From an optimization exercise on the open Yosys and OpenROAD flow, aimed at small area, a short achievable clock period and few clock cycles per item; shortcuts taken in it are not production practice.
Where RTL was checked, it was by simulation tests only, not by an equivalence proof against the original.

Setup of old:
==> flow/design.v <==
module cry_sha256 (
    input  wire         clk,
    input  wire         rst,
    input  wire         in_valid,
    output wire         in_ready,
    input  wire         in_first,
    input  wire [31:0]  in_data,
    output wire         out_valid,
    output wire [255:0] digest
);
    localparam [31:0] IV0 = 32'h6a09e667, IV1 = 32'hbb67ae85,
                      IV2 = 32'h3c6ef372, IV3 = 32'ha54ff53a,
                      IV4 = 32'h510e527f, IV5 = 32'h9b05688c,
                      IV6 = 32'h1f83d9ab, IV7 = 32'h5be0cd19;
    reg         act;           
    reg  [5:0]  k;             
    reg         nw;            
    reg         nf;            
    reg         fst;           
    reg         ov;
    reg  [31:0] sr [0:15];     
    reg  [31:0] a, b, c, d, e, f, g;
    reg  [31:0] p;             
    reg  [31:0] h0, h1, h2, h3, h4, h5, h6, h7;    
    reg [31:0] kn;
    always @* begin
        case (k)
            6'd63: kn = 32'h428a2f98;
            6'd0:  kn = 32'h71374491;
            6'd1:  kn = 32'hb5c0fbcf;
            6'd2:  kn = 32'he9b5dba5;
            6'd3:  kn = 32'h3956c25b;
            6'd4:  kn = 32'h59f111f1;
            6'd5:  kn = 32'h923f82a4;
            6'd6:  kn = 32'hab1c5ed5;
            6'd7:  kn = 32'hd807aa98;
            6'd8:  kn = 32'h12835b01;
            6'd9:  kn = 32'h243185be;
            6'd10: kn = 32'h550c7dc3;
            6'd11: kn = 32'h72be5d74;
            6'd12: kn = 32'h80deb1fe;
            6'd13: kn = 32'h9bdc06a7;
            6'd14: kn = 32'hc19bf174;
            6'd15: kn = 32'he49b69c1;
            6'd16: kn = 32'hefbe4786;
            6'd17: kn = 32'h0fc19dc6;
            6'd18: kn = 32'h240ca1cc;
            6'd19: kn = 32'h2de92c6f;
            6'd20: kn = 32'h4a7484aa;
            6'd21: kn = 32'h5cb0a9dc;
            6'd22: kn = 32'h76f988da;
            6'd23: kn = 32'h983e5152;
            6'd24: kn = 32'ha831c66d;
            6'd25: kn = 32'hb00327c8;
            6'd26: kn = 32'hbf597fc7;
            6'd27: kn = 32'hc6e00bf3;
            6'd28: kn = 32'hd5a79147;
            6'd29: kn = 32'h06ca6351;
            6'd30: kn = 32'h14292967;
            6'd31: kn = 32'h27b70a85;
            6'd32: kn = 32'h2e1b2138;
            6'd33: kn = 32'h4d2c6dfc;
            6'd34: kn = 32'h53380d13;
            6'd35: kn = 32'h650a7354;
            6'd36: kn = 32'h766a0abb;
            6'd37: kn = 32'h81c2c92e;
            6'd38: kn = 32'h92722c85;
            6'd39: kn = 32'ha2bfe8a1;
            6'd40: kn = 32'ha81a664b;
            6'd41: kn = 32'hc24b8b70;
            6'd42: kn = 32'hc76c51a3;
            6'd43: kn = 32'hd192e819;
            6'd44: kn = 32'hd6990624;
            6'd45: kn = 32'hf40e3585;
            6'd46: kn = 32'h106aa070;
            6'd47: kn = 32'h19a4c116;
            6'd48: kn = 32'h1e376c08;
            6'd49: kn = 32'h2748774c;
            6'd50: kn = 32'h34b0bcb5;
            6'd51: kn = 32'h391c0cb3;
            6'd52: kn = 32'h4ed8aa4a;
            6'd53: kn = 32'h5b9cca4f;
            6'd54: kn = 32'h682e6ff3;
            6'd55: kn = 32'h748f82ee;
            6'd56: kn = 32'h78a5636f;
            6'd57: kn = 32'h84c87814;
            6'd58: kn = 32'h8cc70208;
            6'd59: kn = 32'h90befffa;
            6'd60: kn = 32'ha4506ceb;
            6'd61: kn = 32'hbef9a3f7;
            default: kn = 32'hc67178f2;
        endcase
    end
    wire k_lo   = (k <= 6'd13);                
    wire k_61   = (k == 6'd61);
    wire k_62   = (k == 6'd62);
    wire k_63   = (k == 6'd63);
    wire k_sch  = (k >= 6'd14) && (k <= 6'd61);   
    wire k_fin  = (k >= 6'd61);                
    assign in_ready  = !act || k_lo || k >= 6'd62;
    assign out_valid = ov;
    assign digest    = {h0, h1, h2, h3, h4, h5, h6, h7};
    wire take = in_valid && in_ready;
    wire go   = act && (!k_lo || in_valid);    
    wire nxt  = take && nw;                    
    wire iv   = nf && nw && k_63;              
    function [63:0] csa;
        input [31:0] x, y, z;
        csa = {x ^ y ^ z, ((x & y) | (x & z) | (y & z)) << 1};
    endfunction
    wire [31:0] s1e = {e[5:0], e[31:6]} ^ {e[10:0], e[31:11]} ^ {e[24:0], e[31:25]};
    wire [31:0] ch  = (e & f) ^ (~e & g);
    wire [31:0] s0a = {a[1:0], a[31:2]} ^ {a[12:0], a[31:13]} ^ {a[21:0], a[31:22]};
    wire [31:0] maj = (a & b) | (a & c) | (b & c);
    wire [31:0] b0  = !k_63 ? 32'd0 : fst ? IV0 : h0;
    wire [31:0] b4  = !k_63 ? 32'd0 : fst ? IV4 : h4;
    wire [63:0] l1a = csa(s1e, ch, p);
    wire [63:0] l1b = csa(s0a, maj, b0);
    wire [63:0] l2a = csa(l1a[63:32], l1a[31:0], l1b[63:32]);
    wire [63:0] l3a = csa(l2a[63:32], l2a[31:0], l1b[31:0]);
    wire [31:0] an  = l3a[63:32] + l3a[31:0];    
    wire [63:0] l2e = csa(l1a[63:32], l1a[31:0], d);
    wire [63:0] l3e = csa(l2e[63:32], l2e[31:0], b4);
    wire [31:0] en  = l3e[63:32] + l3e[31:0];    
    wire [31:0] ba  = fst ? (k_61 ? IV3 : k_62 ? IV2 : IV1) : h3;
    wire [31:0] be  = fst ? (k_61 ? IV7 : k_62 ? IV6 : IV5) : h7;
    wire [31:0] sa  = ba + a;
    wire [31:0] se  = be + e;
    wire [31:0] hn  = iv ? IV7 : !act ? h7 : k_63 ? h6 : g;
    wire [63:0] lp  = csa(hn, kn, sr[15]);
    wire [31:0] pn  = lp[63:32] + lp[31:0];
    wire [31:0] w1  = sr[1];
    wire [31:0] w14 = sr[14];
    wire [31:0] sg0 = {w1[6:0], w1[31:7]} ^ {w1[17:0], w1[31:18]} ^ (w1 >> 3);
    wire [31:0] sg1 = {w14[16:0], w14[31:17]} ^ {w14[18:0], w14[31:19]} ^ (w14 >> 10);
    wire [63:0] lw1 = csa(sg1, sg0, sr[9]);
    wire [63:0] lw2 = csa(lw1[63:32], lw1[31:0], sr[0]);
    wire [31:0] wn  = lw2[63:32] + lw2[31:0];
    wire shift = take || (act && k_sch);
    integer i;
    always @(posedge clk) begin
        if (shift) begin
            for (i = 0; i < 15; i = i + 1)
                sr[i] <= sr[i + 1];
            sr[15] <= take ? in_data : wn;
        end
    end
    always @(posedge clk) begin
        if (iv) begin
            {a, b, c, d, e, f, g} <= {IV0, IV1, IV2, IV3, IV4, IV5, IV6};
        end else if (go) begin
            if (k_63)
                {a, b, c, d, e, f, g} <= {an, sa, h1, h2, en, se, h5};
            else
                {a, b, c, d, e, f, g} <= {an, a, b, c, en, e, f};
        end
        if (go || (!act && nw))
            p <= pn;
    end
    always @(posedge clk) begin
        if (go && k_fin) begin
            {h1, h2, h3} <= {sa, h1, h2};
            {h5, h6, h7} <= {se, h5, h6};
            if (k_63) begin
                h0 <= an;
                h4 <= en;
            end
        end
    end
    always @(posedge clk) begin
        if (rst) begin
            act <= 1'b0;
            k   <= 6'd63;
            nw  <= 1'b0;
            ov  <= 1'b0;
        end else begin
            ov <= go && k_63;
            if (take && !nw)
                nf <= in_first;
            if (!act) begin
                if (take) begin
                    nw <= !nw;
                    if (nw) begin
                        act <= 1'b1;
                        k   <= 6'd0;
                        fst <= nf;
                    end
                end
            end else if (go) begin
                if (k_63) begin
                    if (nxt) begin
                        k   <= 6'd0;
                        fst <= nf;
                        nw  <= 1'b0;
                    end else begin
                        act <= 1'b0;
                        nw  <= nw || take;
                    end
                end else begin
                    k  <= k + 6'd1;
                    if (k_62)
                        nw <= take;
                end
            end
        end
    end
endmodule
Settings: LEC_CHECK=0, CAP_MARGIN=20, CORE_MARGIN=2, CORE_UTILIZATION=40, PLACE_DENSITY=0.6, SLEW_MARGIN=20; clock period 10.0 ns.
run.sh (not shown) runs the stock make flow with config.mk's settings and CLKGATE_MAP_FILE= SYNTH_SCRIPT=/design/flow/synth_recipe.tcl, a recipe that flattens the netlist after the stock synthesis.
Testbench counts of old, summed over its fixed seeds: cycles 81,944, blocks 1,280.
Inputs modified between old and new:
--- a/flow/design.v
+++ b/flow/design.v
@@ -90,21 +90,38 @@
             6'd61: kn = 32'hbef9a3f7;
             default: kn = 32'hc67178f2;
         endcase
     end
-    wire k_lo   = (k <= 6'd13);                
-    wire k_61   = (k == 6'd61);
-    wire k_62   = (k == 6'd62);
-    wire k_63   = (k == 6'd63);
-    wire k_sch  = (k >= 6'd14) && (k <= 6'd61);   
-    wire k_fin  = (k >= 6'd61);                
-    assign in_ready  = !act || k_lo || k >= 6'd62;
+    reg k_lo, k_61, k_62, k_63, k_sch, k_hi;    
+    assign in_ready  = !act || k_lo || k_hi;
     assign out_valid = ov;
     assign digest    = {h0, h1, h2, h3, h4, h5, h6, h7};
     wire take = in_valid && in_ready;
     wire go   = act && (!k_lo || in_valid);    
     wire nxt  = take && nw;                    
     wire iv   = nf && nw && k_63;              
+    reg [5:0] kx;                              
+    always @* begin
+        kx = k;
+        if (rst)
+            kx = 6'd63;
+        else if (!act) begin
+            if (take && nw) kx = 6'd0;
+        end else if (go) begin
+            if (k_63) kx = nxt ? 6'd0 : 6'd63;
+            else      kx = k + 6'd1;
+        end
+    end
+    always @(posedge clk) begin
+        k     <= kx;
+        k_lo  <= (kx <= 6'd13);                
+        k_61  <= (kx == 6'd61);
+        k_62  <= (kx == 6'd62);
+        k_63  <= (kx == 6'd63);
+        k_sch <= (kx >= 6'd14) && (kx <= 6'd61);   
+        k_hi  <= (kx >= 6'd62);                
+    end
+    wire k_fin = k_61 || k_62 || k_63;         
     function [63:0] csa;
         input [31:0] x, y, z;
         csa = {x ^ y ^ z, ((x & y) | (x & z) | (y & z)) << 1};
     endfunction
@@ -169,9 +186,8 @@
     end
     always @(posedge clk) begin
         if (rst) begin
             act <= 1'b0;
-            k   <= 6'd63;
             nw  <= 1'b0;
             ov  <= 1'b0;
         end else begin
             ov <= go && k_63;
@@ -181,24 +197,21 @@
                 if (take) begin
                     nw <= !nw;
                     if (nw) begin
                         act <= 1'b1;
-                        k   <= 6'd0;
                         fst <= nf;
                     end
                 end
             end else if (go) begin
                 if (k_63) begin
                     if (nxt) begin
-                        k   <= 6'd0;
                         fst <= nf;
                         nw  <= 1'b0;
                     end else begin
                         act <= 1'b0;
                         nw  <= nw || take;
                     end
                 end else begin
-                    k  <= k + 6'd1;
                     if (k_62)
                         nw <= take;
                 end
             end
--- outcome ---
Higher average cell area after synthesis among new and old: new. old -> new: buffer count excluding the clock tree in the final layout decreased by a few percent. Global-route usage over all layers (higher): old. ~same final instance area in new and old. | initial detailed-routing violation count | new vs old | better |. new ends up with higher effective utilization at floorplan than old does. In the metrics for new and old, the one carrying the higher layout overhead on the synthesized area is new. Taking old as the reference, in new met2 capacity usage during global routing moved down, total half-perimeter wirelength after legalization and detailed placement moved down, wire length moved down, longest individual stage delay on the worst path moved down. Comparing global-route wire length before repair for new and old, the bigger number came from old. The critical-path cell with the highest stage delay comes out sky130_fd_sc_hd__ha_1 in one run and sky130_fd_sc_hd__nor2_4 in the other, namely in new and old respectively. Relative to old, number of clock sinks seen by CTS has gone up in new.
Only the layout flow was run in new; the RTL was not checked for function there.

[re-timing with driven ports]
Ports are ideal in the flow. The routed layouts listed here were re-timed in OpenROAD. Step 1: set_driving_cell puts a clkbuf_16 on clk and a buf_2 on each other input, an assumption about the parent block. Step 2, shift: input delay + t, output delay - t, t = (earliest + latest rising clock arrival at the registers) / 2. This alone moves slack from input paths to output paths. Slacks: no drivers / after step 1 / after step 2; pairs: no drivers / after step 1.
run	t (ns)	slack for setup (ns)	worst setup path after step 2
old	0.823	3.006 / 3.006 / 3.006	register to register
new	0.841	3.504 / 3.548 / 2.708	input to register
After both steps setup and hold are still met in every run listed. The setup slack of new, which loses most, moves by +0.044 ns with the drivers and by -0.796 ns with both steps.
